Context: an optimization exercise on an open-source flow, tuned for small area, a short achievable clock period and few clock cycles per item. The choices shown serve that exercise and are no tape-out recipe.
The RTL was checked by simulation tests, not by an equivalence proof against the original design.
Power figures rest on the tool's default switching activity, not on a simulated workload.

[flow/run.sh]
#!/bin/bash
# synth_recipe.tcl (not shown) runs the flow's synth.tcl, then flattens the netlist and writes it again
# the make line also repeats each setting of config.mk as NAME=value (left out here)
make -C /OpenROAD-flow-scripts/flow DESIGN_CONFIG=/design/flow/config.mk WORK_HOME=/design/flow/orfs CLKGATE_MAP_FILE= SYNTH_SCRIPT=/design/flow/synth_recipe.tcl finish
[flow/config.mk]
export PLATFORM = sky130hd
export DESIGN_NAME = lseq_core
export DESIGN_NICKNAME = lseq_core
export VERILOG_FILES = /design/flow/design.v
export SDC_FILE = /design/flow/constraint.sdc
export NUM_CORES = 4
export LEC_CHECK = 0
export CAP_MARGIN = 20
export CORE_MARGIN = 2
export CORE_UTILIZATION = 40
export SLEW_MARGIN = 20
[flow/constraint.sdc]
create_clock -name core_clock -period 10.0 [get_ports {clk}]
set_input_delay 2.0000 -clock core_clock [delete_from_list [all_inputs] [get_ports {clk}]]
set_output_delay 2.0000 -clock core_clock [all_outputs]
set_load 0.01 [all_outputs]
[flow/design.v]
module lseq_core (
    input  wire         clk,
    input  wire         rst,
    input  wire         start,
    output wire         ready,
    output reg          done,
    output reg  [9:0]   img_addr,
    input  wire [31:0]  img_data,
    input  wire [63:0]  in_bits,
    input  wire [255:0] w_in,
    input  wire [31:0]  ltime,
    output wire [63:0]  q_bits,
    output wire [127:0] w_out,
    output wire [31:0]  exec_cost
);
    localparam [7:0] OP_LD   = 8'h01, OP_LDN  = 8'h02, OP_AND  = 8'h03,
                     OP_ANDN = 8'h04, OP_OR   = 8'h05, OP_ORN  = 8'h06,
                     OP_XOR  = 8'h07, OP_ST   = 8'h08, OP_STN  = 8'h09,
                     OP_SET  = 8'h0A, OP_RST  = 8'h0B,
                     OP_ANDP = 8'h10, OP_ORP  = 8'h11, OP_POP  = 8'h12,
                     OP_TON  = 8'h20, OP_TOF  = 8'h21, OP_TP   = 8'h22,
                     OP_CU   = 8'h28, OP_CD   = 8'h29, OP_CR   = 8'h2A,
                     OP_RISE = 8'h30, OP_FALL = 8'h31,
                     OP_LW   = 8'h38, OP_SW   = 8'h39, OP_SUBW = 8'h3A,
                     OP_ABSW = 8'h3B,
                     OP_CEQ  = 8'h40, OP_CNE  = 8'h41, OP_CLT  = 8'h42,
                     OP_CGT  = 8'h43, OP_CLE  = 8'h44, OP_CGE  = 8'h45,
                     OP_JMP  = 8'h50, OP_JMPC = 8'h51, OP_END  = 8'hFF;
    localparam [3:0] AR_I = 4'h0, AR_Q = 4'h1, AR_F = 4'h2, AR_T = 4'h3,
                     AR_C = 4'h4, AR_E = 4'h5, AR_W = 4'h6, AR_K = 4'h7,
                     AR_S = 4'h8;
    localparam [1:0] S_IDLE = 2'd0, S_FETCH = 2'd1, S_TBL = 2'd2, S_EXEC = 2'd3;
    reg [1:0]   state;
    reg [8:0]   pc;
    reg [31:0]  ir;
    reg [31:0]  tw;           
    reg         acc;
    reg [31:0]  wacc;
    reg [4:0]   sp;
    reg [1:0]   stk [0:15];   
    reg [31:0]  cost;
    reg         firstcold;
    reg [63:0]  q_img;
    reg [255:0] f_img;
    reg [31:0]  wo [0:3];
    reg [31:0]  t_start [0:7];
    reg [7:0]   t_q, t_prev, t_timing, t_seen;
    reg [31:0]  c_cv [0:7];
    reg [7:0]   c_uprev, c_useen, c_dprev, c_dseen;
    reg [15:0]  e_prev, e_seen;
    assign ready     = (state == S_IDLE);
    assign q_bits    = q_img;
    assign w_out     = {wo[3], wo[2], wo[1], wo[0]};
    assign exec_cost = cost;
    wire [7:0]  opc  = ir[31:24];
    wire [3:0]  area = ir[23:20];
    wire [19:0] addr = ir[19:0];
    function needs_tbl(input [31:0] ins);
        reg [7:0] o;
        reg [3:0] a;
        begin
            o = ins[31:24];
            a = ins[23:20];
            needs_tbl = 1'b0;
            if (o == OP_TON || o == OP_TOF || o == OP_TP || o == OP_CU || o == OP_CD)
                needs_tbl = 1'b1;
            else if ((o == OP_LW || o == OP_SUBW || (o >= OP_CEQ && o <= OP_CGE)) && a == AR_K)
                needs_tbl = 1'b1;
            else if (o >= OP_LD && o <= OP_XOR && a == AR_C)
                needs_tbl = 1'b1;
        end
    endfunction
    reg [9:0] tbl_addr;
    always @(*) begin
        if (opc == OP_TON || opc == OP_TOF || opc == OP_TP)
            tbl_addr = {7'b1100000, addr[2:0]};           
        else if (area == AR_C)
            tbl_addr = {7'b1100001, addr[2:0]};           
        else
            tbl_addr = {2'b10, addr[7:0]};                
    end
    always @(*) begin
        case (state)
            S_FETCH: img_addr = {1'b0, pc};
            S_TBL:   img_addr = tbl_addr;
            default: img_addr = 10'd0;
        endcase
    end
    wire [2:0] t_n = addr[2:0];
    wire [2:0] c_n = addr[2:0];
    wire [3:0] e_n = addr[3:0];
    reg sbit;
    always @(*) begin
        case (addr[3:0])
            4'h0:    sbit = 1'b1;
            4'h2:    sbit = firstcold;
            default: sbit = 1'b0;
        endcase
    end
    reg bop;
    always @(*) begin
        case (area)
            AR_I:    bop = in_bits[addr[5:0]];
            AR_Q:    bop = q_img[addr[5:0]];
            AR_F:    bop = f_img[addr[7:0]];
            AR_T:    bop = t_q[t_n];
            AR_C:    bop = ($signed(c_cv[c_n]) >= $signed(tw));
            AR_S:    bop = sbit;
            default: bop = 1'b0;
        endcase
    end
    reg [31:0] wop;
    always @(*) begin
        if (area == AR_K)
            wop = tw;
        else if (addr[15])
            wop = wo[addr[1:0]];
        else
            wop = w_in[addr[2:0]*32 +: 32];
    end
    wire [32:0] sub_full = {wacc[31], wacc} - {wop[31], wop};
    wire [31:0] sub_sat  = (sub_full[32] != sub_full[31]) ?
                           (sub_full[32] ? 32'h8000_0000 : 32'h7FFF_FFFF) : sub_full[31:0];
    wire [31:0] abs_sat  = (wacc == 32'h8000_0000) ? 32'h7FFF_FFFF :
                           (wacc[31] ? (32'd0 - wacc) : wacc);
    wire        w_eq = (wacc == wop);
    wire        w_lt = ($signed(wacc) < $signed(wop));
    wire [31:0] t_el   = ltime - t_start[t_n];
    wire        t_done = (t_el >= tw);
    reg         tn_q, tn_timing, tn_load;
    reg         t_pe;
    always @(*) begin
        tn_q = 1'b0;
        tn_timing = t_timing[t_n];
        tn_load = 1'b0;
        if (opc == OP_TON)
            t_pe = t_seen[t_n] ? t_prev[t_n] : 1'b0;
        else
            t_pe = t_seen[t_n] ? t_prev[t_n] : acc;
        case (opc)
            OP_TON: begin
                if (acc && !t_pe) begin
                    tn_load = 1'b1;
                    tn_q = (tw == 32'd0);
                end else if (acc) begin
                    tn_q = t_done;
                end
            end
            OP_TOF: begin
                if (acc) begin
                    tn_q = 1'b1;
                    tn_timing = 1'b0;
                end else if (t_pe) begin
                    tn_load = 1'b1;
                    tn_timing = 1'b1;
                    tn_q = (tw != 32'd0);
                end else if (t_timing[t_n]) begin
                    tn_q = !t_done;
                    if (t_done) tn_timing = 1'b0;
                end
            end
            default: begin  
                if (t_timing[t_n]) begin
                    tn_q = !t_done;
                    if (t_done) tn_timing = 1'b0;
                end else if (acc && !t_pe) begin
                    tn_load = 1'b1;
                    tn_timing = 1'b1;
                    tn_q = (tw != 32'd0);
                end
            end
        endcase
    end
    wire [31:0] cv     = c_cv[c_n];
    wire        cu_pe  = c_useen[c_n] ? c_uprev[c_n] : acc;
    wire        cd_pe  = c_dseen[c_n] ? c_dprev[c_n] : acc;
    wire [31:0] cv_inc = (cv == 32'h7FFF_FFFF) ? cv : cv + 32'd1;
    wire [31:0] cv_dec = (cv == 32'h8000_0000) ? cv : cv - 32'd1;
    wire [31:0] cv_up  = (acc && !cu_pe) ? cv_inc : cv;
    wire [31:0] cv_dn  = (acc && !cd_pe) ? cv_dec : cv;
    wire e_pe = e_seen[e_n] ? e_prev[e_n] : acc;
    reg [2:0] clocks;
    always @(*) begin
        case (opc)
            OP_TON, OP_TOF, OP_TP:  clocks = 3'd6;
            OP_CU, OP_CD, OP_CR:    clocks = 3'd5;
            OP_RISE, OP_FALL,
            OP_LW, OP_SW:           clocks = 3'd3;
            OP_ABSW:                clocks = 3'd1;
            OP_END:                 clocks = 3'd4;
            default:                clocks = 3'd2;
        endcase
    end
    integer i;
    always @(posedge clk) begin
        if (rst) begin
            state     <= S_IDLE;
            done      <= 1'b0;
            firstcold <= 1'b1;
            cost      <= 32'd0;
            q_img     <= 64'd0;
            f_img     <= 256'd0;
            for (i = 0; i < 4; i = i + 1) wo[i] <= 32'd0;
            t_q       <= 8'd0;
            t_prev    <= 8'd0;
            t_timing  <= 8'd0;
            t_seen    <= 8'd0;
            for (i = 0; i < 8; i = i + 1) c_cv[i] <= 32'd0;
            c_uprev   <= 8'd0;
            c_useen   <= 8'd0;
            c_dprev   <= 8'd0;
            c_dseen   <= 8'd0;
            e_prev    <= 16'd0;
            e_seen    <= 16'd0;
        end else begin
            done <= 1'b0;
            case (state)
                S_IDLE: begin
                    if (start) begin
                        pc    <= 9'd0;
                        acc   <= 1'b0;
                        wacc  <= 32'd0;
                        sp    <= 5'd0;
                        cost  <= 32'd2400;
                        state <= S_FETCH;
                    end
                end
                S_FETCH: begin
                    ir    <= img_data;
                    state <= needs_tbl(img_data) ? S_TBL : S_EXEC;
                end
                S_TBL: begin
                    tw    <= img_data;
                    state <= S_EXEC;
                end
                S_EXEC: begin
                    cost  <= cost + {29'd0, clocks};
                    pc    <= pc + 9'd1;
                    state <= S_FETCH;
                    case (opc)
                        OP_LD:   acc <= bop;
                        OP_LDN:  acc <= !bop;
                        OP_AND:  acc <= acc & bop;
                        OP_ANDN: acc <= acc & !bop;
                        OP_OR:   acc <= acc | bop;
                        OP_ORN:  acc <= acc | !bop;
                        OP_XOR:  acc <= acc ^ bop;
                        OP_ST, OP_STN, OP_SET, OP_RST: begin
                            if (opc == OP_ST || opc == OP_STN || acc) begin
                                if (area == AR_Q)
                                    q_img[addr[5:0]] <= (opc == OP_ST) ? acc :
                                                        (opc == OP_STN) ? !acc :
                                                        (opc == OP_SET);
                                else
                                    f_img[addr[7:0]] <= (opc == OP_ST) ? acc :
                                                        (opc == OP_STN) ? !acc :
                                                        (opc == OP_SET);
                            end
                        end
                        OP_ANDP, OP_ORP: begin
                            stk[sp[3:0]] <= {acc, (opc == OP_ORP)};
                            sp  <= sp + 5'd1;
                            acc <= (opc == OP_ANDP);
                        end
                        OP_POP: begin
                            sp  <= sp - 5'd1;
                            acc <= stk[sp[3:0] - 4'd1][0] ? (stk[sp[3:0] - 4'd1][1] | acc)
                                                          : (stk[sp[3:0] - 4'd1][1] & acc);
                        end
                        OP_TON, OP_TOF, OP_TP: begin
                            t_q[t_n]      <= tn_q;
                            t_timing[t_n] <= tn_timing;
                            t_prev[t_n]   <= acc;
                            t_seen[t_n]   <= 1'b1;
                            if (tn_load) t_start[t_n] <= ltime;
                            acc <= tn_q;
                        end
                        OP_CU: begin
                            c_cv[c_n]    <= cv_up;
                            c_uprev[c_n] <= acc;
                            c_useen[c_n] <= 1'b1;
                            acc <= ($signed(cv_up) >= $signed(tw));
                        end
                        OP_CD: begin
                            c_cv[c_n]    <= cv_dn;
                            c_dprev[c_n] <= acc;
                            c_dseen[c_n] <= 1'b1;
                            acc <= ($signed(cv_dn) <= 0);
                        end
                        OP_CR: begin
                            if (acc) c_cv[c_n] <= 32'd0;
                        end
                        OP_RISE, OP_FALL: begin
                            e_prev[e_n] <= acc;
                            e_seen[e_n] <= 1'b1;
                            acc <= (opc == OP_RISE) ? (acc & !e_pe) : (!acc & e_pe);
                        end
                        OP_LW:   wacc <= wop;
                        OP_SW:   wo[addr[1:0]] <= wacc;
                        OP_SUBW: wacc <= sub_sat;
                        OP_ABSW: wacc <= abs_sat;
                        OP_CEQ:  acc <= w_eq;
                        OP_CNE:  acc <= !w_eq;
                        OP_CLT:  acc <= w_lt;
                        OP_CGT:  acc <= !w_lt && !w_eq;
                        OP_CLE:  acc <= w_lt || w_eq;
                        OP_CGE:  acc <= !w_lt;
                        OP_JMP:  pc <= addr[8:0];
                        OP_JMPC: if (acc) pc <= addr[8:0];
                        OP_END: begin
                            state     <= S_IDLE;
                            done      <= 1'b1;
                            firstcold <= 1'b0;
                        end
                        default: ;
                    endcase
                end
            endcase
        end
    end
endmodule
==> out/metrics.csv <==
metric,value,unit
hold_sp,e_seen[14],
Vias/cell,6.24,
Root Driver,clkbuf_16,
via count,58678,
Pwr Density,221,nW/um^2
Final Slew Violations,0,
Bufs on Longest Clock Path,3,
first-pass GRT wire length,408,mm
number of flops mapped to enable cells by yosys,772,
largest net degree at the start of global routing,130,
post-CTS sizing,0,
"Setup Fix Bufs, Post-CTS",0,
fin crit share,0.857,
DRT iter0 DRCs,7781,
gr usage total,0.330,
Worst VDD drop,0.216,mV
synth top area cells,"edfxtp_1 35%, dfxtp_1 14%, mux4_2 6.6%",
number of CTS-inserted buffers,141,
"Core Util, Final",0.484,
Yosys reg bits,1227,
Lkg Pwr,27.9,nW
Post-DP HPWL,203,mm
critical path type,in -> reg,
drt pass-1 iters,7,
non-filler instance count after layout,9397,
mean routed wirelength per cell,30.7,um
die area,170000,um^2
post-synth top area cell,edfxtp_1,
initial antenna violation count,31,
io pins,623,
CTS Hold Bufs,0,
Syn. warnings,1,
row count,149,
Die Wd,412,um
Clk pwr share,0.300,
Seq pwr share,0.336,
Area Growth Syn to Fin,19.9,%
Tmin final,8570,ps
port bufs,622,
worst-case reg-to-reg path depth,27,
"Seq/Total Area, Yosys",0.485,
Power Total,17.6,mW
CTS tree,built,
RSZ-0062 raised after global routing,no,
vias in the first global route,55854,
post-synthesis cell area,66600,um^2
clock latency at the later pin of the worst-skew pair,800,ps
Critical R2R Capture,acc,
FF-to-FF setup slack,1750,ps
Hold Crit Depth,2,
Worst Hold Class,reg -> reg,
Routed WL,289,mm
Hold Path End,e_seen[14],
Starting Density,0.403,
Filler Cells Inserted,15274,
Mapped Cells,6629,
routability cong.,1.00,
# DRC,0,
Comb power frac,0.364,
clk sink count,1227,
H-tree levels,4,
global route overflow,0,
syn nets,7204,
Slew @ Worst Pin,1240,ps
critical path arrival,9110,ps
Final Setup Violations,0,
cell with the most instances after synthesis,edfxtp_1,
fin nets,7655,
status,timing/DRC/antenna clean,
"critical path fanouts, max",9,
clock slew at reported path FFs,60,ps
NetSw,6.61,mW
TNS Setup,0,ps
relative slew slack,0.168,
type of origin of the critical path,input port,
"Top FF cell, synth",edfxtp_1,
Max Cap Viol,0,
crit path capture type,register,
post-synth top area share,0.348,
Sw Share,0.375,
Netlist cell types,104,
worst hold margin,449,ps
FMAX,117,MHz
# placed instances,9124,
Post-synth ARST share,0,
Pint,11.0,mW
fraction of layout cells with a size suffix above 1,0.104,
core area,165000,um^2
commonest cells in the netlist,"772 x edfxtp_1, 745 x nand2_1, 735 x nor2_1, 610 x a21oi_1, 490 x o21ai_0",
Worst EP required,10540,ps
Worst Skew,41.8,ps
Final Hold Viols,0,
Mean Syn Cell Area,10.0,um^2
Die H,412,um
"antenna viol nets, final",0,
[flip-flops by register name (all words and copies together), names as in the netlist, 4 cells and up, named ones only]
name and count:
c_cv 256, c_dprev 8, c_dseen 8, c_uprev 8, c_useen 8, cost 32
e_prev 16, e_seen 16, f_img 256, ir 22, pc 9, q_img 64
sp 4, stk 32, t_prev 8, t_q 8, t_seen 8, t_start 256
t_timing 8, tw 32, wacc 32, wo 128
[power groups by stage]
stage / Combinational [mW] / Clock [mW] / Sequential [mW]
after floorplan: 4.20 / 0 / 5.80
after global placement: 6.18 / 0 / 6.03
after detailed placement: 6.21 / 0 / 6.04
after CTS: 6.25 / 5.33 / 5.93
after global routing: 6.85 / 5.54 / 5.93
final: 6.42 / 5.29 / 5.91
[per-layer routing]
layer | GRT usage | up-vias | wire length [um]
li1 | - | 25499 | -
met3 | 0.0846 | 638 | 31200
met1 | 0.446 | 29023 | 117000
met5 | 0 | - | 185
met2 | 0.502 | 3488 | 127000
met4 | 0.138 | 30 | 13600
[critical path: stages]
cell             delay (ps)
clkdlybuf4s50_1         580
ha_1                    450
a21o_1                  180
a21oi_1                 130
o21ai_0                 140
or3_1                   330
o21bai_1                240
a21oi_1                 140
a2111oi_0               760
nor3_1                  180
o41ai_1                 600
mux2i_1                 250
nand2_1                  70
ha_1                    300
nand4_1                 150
nor2_1                   80
inv_1                    60
o22ai_1                  80
a211oi_1                450
a21oi_1                 130
a211oi_1                930
nor3_1                  120
a2111o_1                420
a211oi_1                210
a31oi_1                 120
[placed cells by master, fill, tap and decap left out, types with 57 or more instances in the layout]
cell	instances
o21ai_0	490
nand4_1	72
nand3_1	172
nand2_1	735
and3_1	132
and2_1	61
dfxtp_1	452
nor2_1	710
buf_4	144
nor3_1	137
mux2_2	70
ha_1	183
inv_1	103
xnor2_1	131
mux2i_1	184
clkdlybuf4s50_1	621
mux4_2	194
a21oi_1	610
xor2_1	57
edfxtp_1	772
clkbuf_16	145
a221oi_1	57
a22oi_1	75
[worst max-delay path by stage]
stage              start  endpoint  slack, ps  depth (start not counted)
6_report       ltime[10]       acc       1430                         25
5_1_grt        ltime[10]       acc       1010                         25
4_1_cts         register       acc       1620                         26
3_5_place_dp   ltime[10]       acc        950                         25
3_3_place_gp    ltime[0]       acc       1070                         28
2_1_floorplan   register       acc       1460                         34
[cell families (layout without fill, tap and decap cells)]
| logic type | Yosys count | in the layout | synth area share |
|---|---|---|---|
| simple gates | 2306 | 2306 | 0.158 |
| compound gates | 1690 | 1690 | 0.154 |
| flops | 1227 | 1227 | 0.485 |
| buf+inv | 571 | 1136 | 0.0355 |
| mux | 453 | 453 | 0.106 |
| xor+xnor | 193 | 193 | 0.0256 |
| fa+ha+maj | 189 | 189 | 0.0359 |
| other cells | 0 | 14 | 0 |
[final cells by class]
cell class	instances	area, um^2	share of cell area
multi-input cells	4831	32300	0.405
diodes	14	35.0	0.000438
flip-flops and latches	1227	32300	0.404
inverters	108	405	0.00507
well taps	2189	2740	0.0343
clock buffers	182	3830	0.0479
repair buffers	771	7410	0.0928
clock inverters	75	840	0.0105
[stage by stage]
stage          area (um^2)  worst slack, ps
4_1_cts              79800             1620
3_3_place_gp         75100             1070
6_report             79900             1430
5_1_grt              79900             1010
3_5_place_dp         75100              951
2_1_floorplan        66600             1460
Testbench counts, summed over its fixed seeds: cycles 278,086, items 1,920.

what the ideal ports hide:
In the flow no input, the clock included, has a driving cell. The finished layout below was timed again as built, in two steps. Step 1 sets driving cells, clkbuf_16 on the clock port and buf_2 on the other inputs (assumed; they add their load-dependent delay and slew). Step 2, shift: input delay + t, output delay - t, t = (earliest + latest rising clock arrival at the registers) / 2. This alone moves slack from input paths to output paths. Three values: ideal, step 1, step 2; two values: the first two.
t, ns: 0.865
setup slack, ns: 1.428 / 1.422 / 0.558
hold slack, ns: 0.449 / 0.449 / 0.449
pins driven straight from the clock port: 1
After both steps setup and hold are still met in this run. The setup slack of this run moves by -0.006 ns with the drivers and by -0.870 ns with both steps.
